This is an optimization exercise on Yosys and OpenROAD, whose aim is small area, not a production implementation. In this exercise RTL edits were held to simulation tests only and were not proved equivalent to the original. Power is estimated from default activity; no workload was simulated.

north:
==> flow/design.v <==
module frond_gang_alu (
    input  wire a,
    input  wire b,
    input  wire g,
    input  wire inv,
    input  wire ci,
    output wire p,
    output wire s,
    output wire co
);
    assign p  = (g & (a ^ b)) ^ inv;
    assign s  = p ^ ci;
    assign co = p ? ci : (a & g);
endmodule
module frond_gang (
    input  wire          clk,
    input  wire          rst,
    input  wire [63:0]   gang,
    input  wire [1023:0] tt,
    input  wire [63:0]   opa,
    input  wire [63:0]   opb,
    input  wire [63:0]   opc,
    output reg  [63:0]   res,
    output reg  [63:0]   fault,
    output reg  [7:0]    flag_we,
    output reg  [7:0]    flag_c,
    output reg  [7:0]    flag_v,
    output reg  [7:0]    flag_n
);
    integer i, k, b, c;
    reg [64:0] free;
    reg [63:0] base, b8, b16, b32;
    always @(*) begin
        free[0] = 1'b1;
        for (i = 0; i < 64; i = i + 1) begin
            base[i] = free[i] & gang[i];
            b8[i]   = base[i] & (tt[16*i+10 +: 2] == 2'd0);
            b16[i]  = base[i] & (tt[16*i+10 +: 2] == 2'd1);
            b32[i]  = base[i] & (tt[16*i+10 +: 2] == 2'd2);
            free[i+1] = (free[i] & ~gang[i])
                      | ((i >= 7)  ? b8[(i >= 7) ? i - 7 : 0]    : 1'b0)
                      | ((i >= 15) ? b16[(i >= 15) ? i - 15 : 0] : 1'b0)
                      | ((i >= 31) ? b32[(i >= 31) ? i - 31 : 0] : 1'b0);
        end
    end
    reg [15:0] a1_8 [0:7], a0_8 [0:7];
    reg [15:0] a1_16 [0:3], a0_16 [0:3];
    reg [15:0] a1_32 [0:1], a0_32 [0:1];
    reg [7:0]  mix8;
    reg [3:0]  mix16;
    reg [1:0]  mix32;
    reg        mix64;
    always @(*) begin
        for (k = 0; k < 8; k = k + 1)
            for (b = 0; b < 16; b = b + 1) begin
                a1_8[k][b] = 1'b0;
                a0_8[k][b] = 1'b0;
                for (i = 0; i < 8; i = i + 1) begin
                    a1_8[k][b] = a1_8[k][b] | (gang[8*k+i] &  tt[16*(8*k+i)+b]);
                    a0_8[k][b] = a0_8[k][b] | (gang[8*k+i] & ~tt[16*(8*k+i)+b]);
                end
            end
        for (k = 0; k < 4; k = k + 1) begin
            a1_16[k] = a1_8[2*k] | a1_8[2*k+1];
            a0_16[k] = a0_8[2*k] | a0_8[2*k+1];
        end
        for (k = 0; k < 2; k = k + 1) begin
            a1_32[k] = a1_16[2*k] | a1_16[2*k+1];
            a0_32[k] = a0_16[2*k] | a0_16[2*k+1];
        end
        for (k = 0; k < 8; k = k + 1) mix8[k]  = |(a1_8[k]  & a0_8[k]);
        for (k = 0; k < 4; k = k + 1) mix16[k] = |(a1_16[k] & a0_16[k]);
        for (k = 0; k < 2; k = k + 1) mix32[k] = |(a1_32[k] & a0_32[k]);
        mix64 = |((a1_32[0] | a1_32[1]) & (a0_32[0] | a0_32[1]));
    end
    reg [7:0] ok8, okb;   
    reg [3:0] ok16;
    reg [1:0] ok32;
    reg       ok64;
    reg [7:0] gen;        
    always @(*) begin
        for (k = 0; k < 8; k = k + 1)
            gen[k] = ~tt[16*8*k+15] & ~(tt[16*8*k+8] & (&tt[16*8*k+1 +: 7]));
        for (k = 0; k < 8; k = k + 1) ok8[k]  = b8[8*k]   & gen[k]   & ~mix8[k];
        for (k = 0; k < 4; k = k + 1) ok16[k] = b16[16*k] & gen[2*k] & ~mix16[k];
        for (k = 0; k < 2; k = k + 1) ok32[k] = b32[32*k] & gen[4*k] & ~mix32[k];
        ok64 = base[0] & (tt[11:10] == 2'd3) & gen[0] & ~mix64;
        for (k = 0; k < 8; k = k + 1)
            okb[k] = ok8[k] | ((k % 2 == 0) ? ok16[k/2] : 1'b0)
                            | ((k % 4 == 0) ? ok32[k/4] : 1'b0)
                            | ((k == 0) ? ok64 : 1'b0);
    end
    reg [7:0] act, last;
    always @(*) begin
        for (c = 0; c < 8; c = c + 1) begin
            act[c]   = ok8[c] | ok16[c/2] | ok32[c/4] | ok64;
            last[c]  = ok8[c] | ((c % 2 == 1) ? ok16[c/2] : 1'b0)
                              | ((c % 4 == 3) ? ok32[c/4] : 1'b0)
                              | ((c == 7) ? ok64 : 1'b0);
        end
    end
    reg [7:0] fd, fl;
    reg [2:0] gop [0:7];
    reg [1:0] wd  [0:7];
    reg [7:0] sgn, fwe, cin;
    always @(*) begin
        for (c = 0; c < 8; c = c + 1)
            case (tt[16*8*c+10 +: 2])
                2'd0:    fd[c] = gang[8*c];
                2'd1:    fd[c] = gang[8*c] & (c % 2 == 0);
                2'd2:    fd[c] = gang[8*c] & (c % 4 == 0);
                default: fd[c] = gang[8*c] & (c == 0);
            endcase
        gop[0] = tt[14:12];
        wd[0]  = tt[11:10];
        sgn[0] = tt[9];
        fwe[0] = tt[8];
        cin[0] = opc[0];
        for (c = 1; c < 8; c = c + 1) begin
            if (fd[c]) begin
                gop[c] = tt[16*8*c+12 +: 3];
                wd[c]  = tt[16*8*c+10 +: 2];
                sgn[c] = tt[16*8*c+9];
                fwe[c] = tt[16*8*c+8];
                cin[c] = opc[8*c];
            end else begin
                gop[c] = gop[c-1];
                wd[c]  = wd[c-1];
                sgn[c] = sgn[c-1];
                fwe[c] = fwe[c-1];
                cin[c] = cin[c-1];
            end
        end
        for (c = 0; c < 8; c = c + 1)
            case (wd[c])
                2'd0:    fl[c] = 1'b1;
                2'd1:    fl[c] = (c % 2 == 1);
                2'd2:    fl[c] = (c % 4 == 3);
                default: fl[c] = (c == 7);
            endcase
    end
    reg  [7:0]  inv, cs;
    wire [63:0] s, cy, pp;
    reg  [7:0]  c7, co;
    always @(*) begin
        for (c = 0; c < 8; c = c + 1) begin
            inv[c] = (gop[c] != 3'd0);
            cs[c]  = (gop[c] == 3'd0) ? cin[c] : (gop[c] == 3'd1) ? ~cin[c] : 1'b1;
        end
    end
    genvar g;
    generate
        for (g = 0; g < 64; g = g + 1) begin : g_bit
            wire ci;
            if (g == 0) begin : g_zero
                assign ci = cs[0];
            end else if (g % 8 == 0) begin : g_first
                assign ci = fd[g/8] ? cs[g/8] : cy[g-1];
            end else begin : g_mid
                assign ci = cy[g-1];
            end
            frond_gang_alu u_fa (.a(opa[g]), .b(opb[g]), .g(gang[g]), .inv(inv[g/8]),
                                 .ci(ci), .p(pp[g]), .s(s[g]), .co(cy[g]));
            if (g % 8 == 7) begin : g_top
                always @(*) begin
                    c7[g/8] = ci;
                    co[g/8] = cy[g];
                end
            end
        end
    endgenerate
    reg [7:0]  ltc, zc, ez, lt, eq;
    reg [64:0] po;
    always @(*) begin
        for (c = 0; c < 8; c = c + 1) begin
            ltc[c] = sgn[c] ? (s[8*c+7] ^ c7[c] ^ co[c]) : ~co[c];
            zc[c]  = &pp[8*c +: 8];    
        end
        ez[0] = zc[0];
        for (c = 1; c < 8; c = c + 1)
            ez[c] = zc[c] & (fd[c] | ez[c-1]);
        lt[7] = ltc[7];
        eq[7] = ez[7];
        for (c = 6; c >= 0; c = c - 1) begin
            lt[c] = fl[c] ? ltc[c] : lt[c+1];
            eq[c] = fl[c] ? ez[c]  : eq[c+1];
        end
        po[0] = 1'b0;
        for (i = 0; i < 64; i = i + 1) begin
            if (i % 8 == 0 && fd[i/8]) po[i] = 1'b0;
            po[i+1] = po[i] | s[i];
        end
    end
    reg [7:0] ens, neg, kb, selx, sely;
    reg [63:0] res_d, fault_d;
    reg [7:0]  we_d, c_d, v_d, n_d;
    always @(*) begin
        for (c = 0; c < 8; c = c + 1) begin
            ens[c]  = act[c] & (gop[c] == 3'd0 || gop[c] == 3'd1 || gop[c] == 3'd7);
            neg[c]  = (gop[c] == 3'd7) & lt[c];
            kb[c]   = act[c] & ((gop[c] == 3'd2) ? lt[c] : (gop[c] == 3'd3) ? (lt[c] | eq[c]) :
                               (gop[c] == 3'd4) ? eq[c] : 1'b0);
            selx[c] = act[c] & (((gop[c] == 3'd5) & (lt[c] | eq[c])) | ((gop[c] == 3'd6) & ~lt[c]));
            sely[c] = act[c] & (((gop[c] == 3'd5) & ~(lt[c] | eq[c])) | ((gop[c] == 3'd6) & lt[c]));
            for (i = 0; i < 8; i = i + 1)
                res_d[8*c+i] = gang[8*c+i] & ((ens[c] & (s[8*c+i] ^ (neg[c] & po[8*c+i]))) | kb[c] |
                                              (selx[c] & opa[8*c+i]) | (sely[c] & opb[8*c+i]));
            we_d[c] = act[c] & last[c] & fwe[c] & gang[8*c+7];
            c_d[c]  = we_d[c] & ((gop[c] == 3'd0) ? co[c] : ~co[c]);
            v_d[c]  = we_d[c] & (c7[c] ^ co[c]);
            n_d[c]  = we_d[c] & s[8*c+7];
        end
        fault_d = base;
        for (k = 0; k < 8; k = k + 1) fault_d[8*k] = base[8*k] & ~okb[k];
    end
    always @(posedge clk) begin
        if (rst) begin
            res <= 64'd0; fault <= 64'd0;
            flag_we <= 8'd0; flag_c <= 8'd0; flag_v <= 8'd0; flag_n <= 8'd0;
        end else begin
            res <= res_d; fault <= fault_d;
            flag_we <= we_d; flag_c <= c_d; flag_v <= v_d; flag_n <= n_d;
        end
    end
endmodule
clock: 32.0 ns
lec_check: 0
cap_margin: 20
core_area: 5 5 335 335
die_area: 0 0 340 340
place_density: 0.45
setup_slack_margin: 0.55
slew_margin: 20
standard.sh (not shown) runs the stock make flow with config.mk's settings and CLKGATE_MAP_FILE= SYNTH_SCRIPT=/design/flow/synth_recipe.tcl, a recipe that flattens the netlist after the stock synthesis.
==> flow/flow/run.sh <==
#!/bin/bash
# Own layout flow: the standard ORFS flow (standard.sh) with two changes:
#  - synthesis is synth_recipe.tcl unchanged except that ORFS's single ABC
#    technology-mapping call uses an area-oriented script (flow/area.abc);
#  - each port gets the smallest buffer (buf_1) instead of ORFS's default.
# Every tool writes its full output to its own log file in this folder
# (ORFS's per-step logs are under orfs/logs/).
set -euo pipefail
WORK=$(pwd)
FLOWDIR=$WORK/flow

# synthesis script: the standard flow's, with the ABC override loaded before ORFS's synth.tcl
awk -v ov="$FLOWDIR/abc_override.tcl" '
  /^source .*synth\.tcl/ && !done { print "source " ov; done = 1 }
  { print }' synth_recipe.tcl > my_synth.tcl
sed "s|SYNTH_SCRIPT=[^ ]*|SYNTH_SCRIPT=$WORK/my_synth.tcl|" standard.sh > my_standard.sh
grep -q "SYNTH_SCRIPT=$WORK/my_synth.tcl" my_standard.sh

export MY_ABC_SCRIPT=$FLOWDIR/area.abc
export BUFFER_PORTS_ARGS="-buffer_cell sky130_fd_sc_hd__buf_1"
export PLACE_PINS_ARGS="-min_distance 1 -min_distance_in_tracks -corner_avoidance 15"
export GPL_KEEP_OVERFLOW=0

bash my_standard.sh "$@" > make_flow.log 2>&1
==> flow/flow/abc_override.tcl <==
# Replace the ABC script of ORFS's technology-mapping call (abc -script ...)
# with an area-oriented one; every other argument is kept.
proc abc {args} {
  set i [lsearch -exact $args -script]
  if { $i >= 0 } {
    lset args [expr { $i + 1 }] $::env(MY_ABC_SCRIPT)
  }
  puts "abc (area script): $args"
  yosys abc {*}$args
}
==> flow/flow/area.abc <==
strash
dch -f
amap -F 20 -A 30
topo
north | status: complete | timing, DRC, antenna: pass
[inputs] south vs north
# north
export LEC_CHECK = 0
export CAP_MARGIN = 20
export CORE_AREA = 5 5 335 335
export DIE_AREA = 0 0 340 340
export PLACE_DENSITY = 0.45
export SETUP_SLACK_MARGIN = 0.55
export SLEW_MARGIN = 20
create_clock -name core_clock -period 32.0 [get_ports {clk}]
# south
export LEC_CHECK = 0
export CAP_MARGIN = 20
export CORE_AREA = 5 5 335 335
export DIE_AREA = 0 0 340 340
export PLACE_DENSITY = 0.45
export SETUP_SLACK_MARGIN = 0.8
export SLEW_MARGIN = 20
create_clock -name core_clock -period 32.0 [get_ports {clk}]
Notes after the runs:
| met1 layer wirelength in the final routing | lower: north |. The non-clock buffer contribution to total cell area number comes out higher for south vs north. Relative to north, the design area of south is higher by 740 um^2. From north to south the numbers moved as follows: share of the clock period used by the worst path after layout lower, sequential share of power decreased by 0.2 points relative to the old numbers. Worst hold slack after final layout for south is lower than for north. Clock power essentially unchanged between south and north. The via count of the first global-routing pass of south exceeds that of north by about 1.1%. On worst setup slack, north loses to south.
Input changes introduced in east (baseline for comparison: south):
# south
export LEC_CHECK = 0
export CAP_MARGIN = 20
export CORE_AREA = 5 5 335 335
export DIE_AREA = 0 0 340 340
export PLACE_DENSITY = 0.45
export SETUP_SLACK_MARGIN = 0.8
export SLEW_MARGIN = 20
create_clock -name core_clock -period 32.0 [get_ports {clk}]
# east
export LEC_CHECK = 0
export CAP_MARGIN = 20
export CORE_AREA = 5 5 335 335
export DIE_AREA = 0 0 340 340
export PLACE_DENSITY = 0.45
export SETUP_SLACK_MARGIN = 1.2
export SLEW_MARGIN = 20
create_clock -name core_clock -period 32.0 [get_ports {clk}]
Results
- Looking only at worst hold slack, and setting everything else aside, the lower value of south and east goes to south.
- Final critical-path required period: east vs south down 0.30 ns
- For final weighted congestion in routability-driven placement, east and south come out practically identical.
- Re number of placed I/O pins: no difference whatsoever between east and south.
- Against south, total power in east rose slightly.
- When the final numbers for south and east were put side by side, the number of logic stages on the critical path including buffering turned out to be smaller in east.
- For the area of all placed cells without fillers, east came in about 2% higher than south did.
- east finished all stages; the layout is clean.

-- what the ideal ports hide --
Ports are ideal in the flow. The routed layouts listed here were re-timed in OpenROAD.
Step 1 sets driving cells, clkbuf_16 on the clock port and buf_2 on the other inputs (assumed; they add their load-dependent delay and slew).
Step 2 adds t to the input delays and takes it off the output delays; t is the mean of the earliest and latest rising clock arrival at the registers after step 1. Input paths then give back, and output paths get back, about the clock's delay inside the block.
Three values: ideal, step 1, step 2; two values: the first two.
run	t (ns)	setup slack, ns	worst setup path after step 2	latest minus earliest clock arrival (ns)	slew at the worst register clock pin (ns)
north	0.607	0.822 / 0.857 / 0.250	input to register	0.025 / 0.026	0.09 / 0.09
south	0.605	1.280 / 1.216 / 0.611	input to register	0.022 / 0.022	0.09 / 0.09
east	0.608	1.582 / 1.541 / 0.933	input to register	0.022 / 0.022	0.09 / 0.09
After both steps setup and hold are still met in every run listed. For south, which loses most, drivers alone change the setup slack by -0.064 ns; drivers and shift together by -0.669 ns.
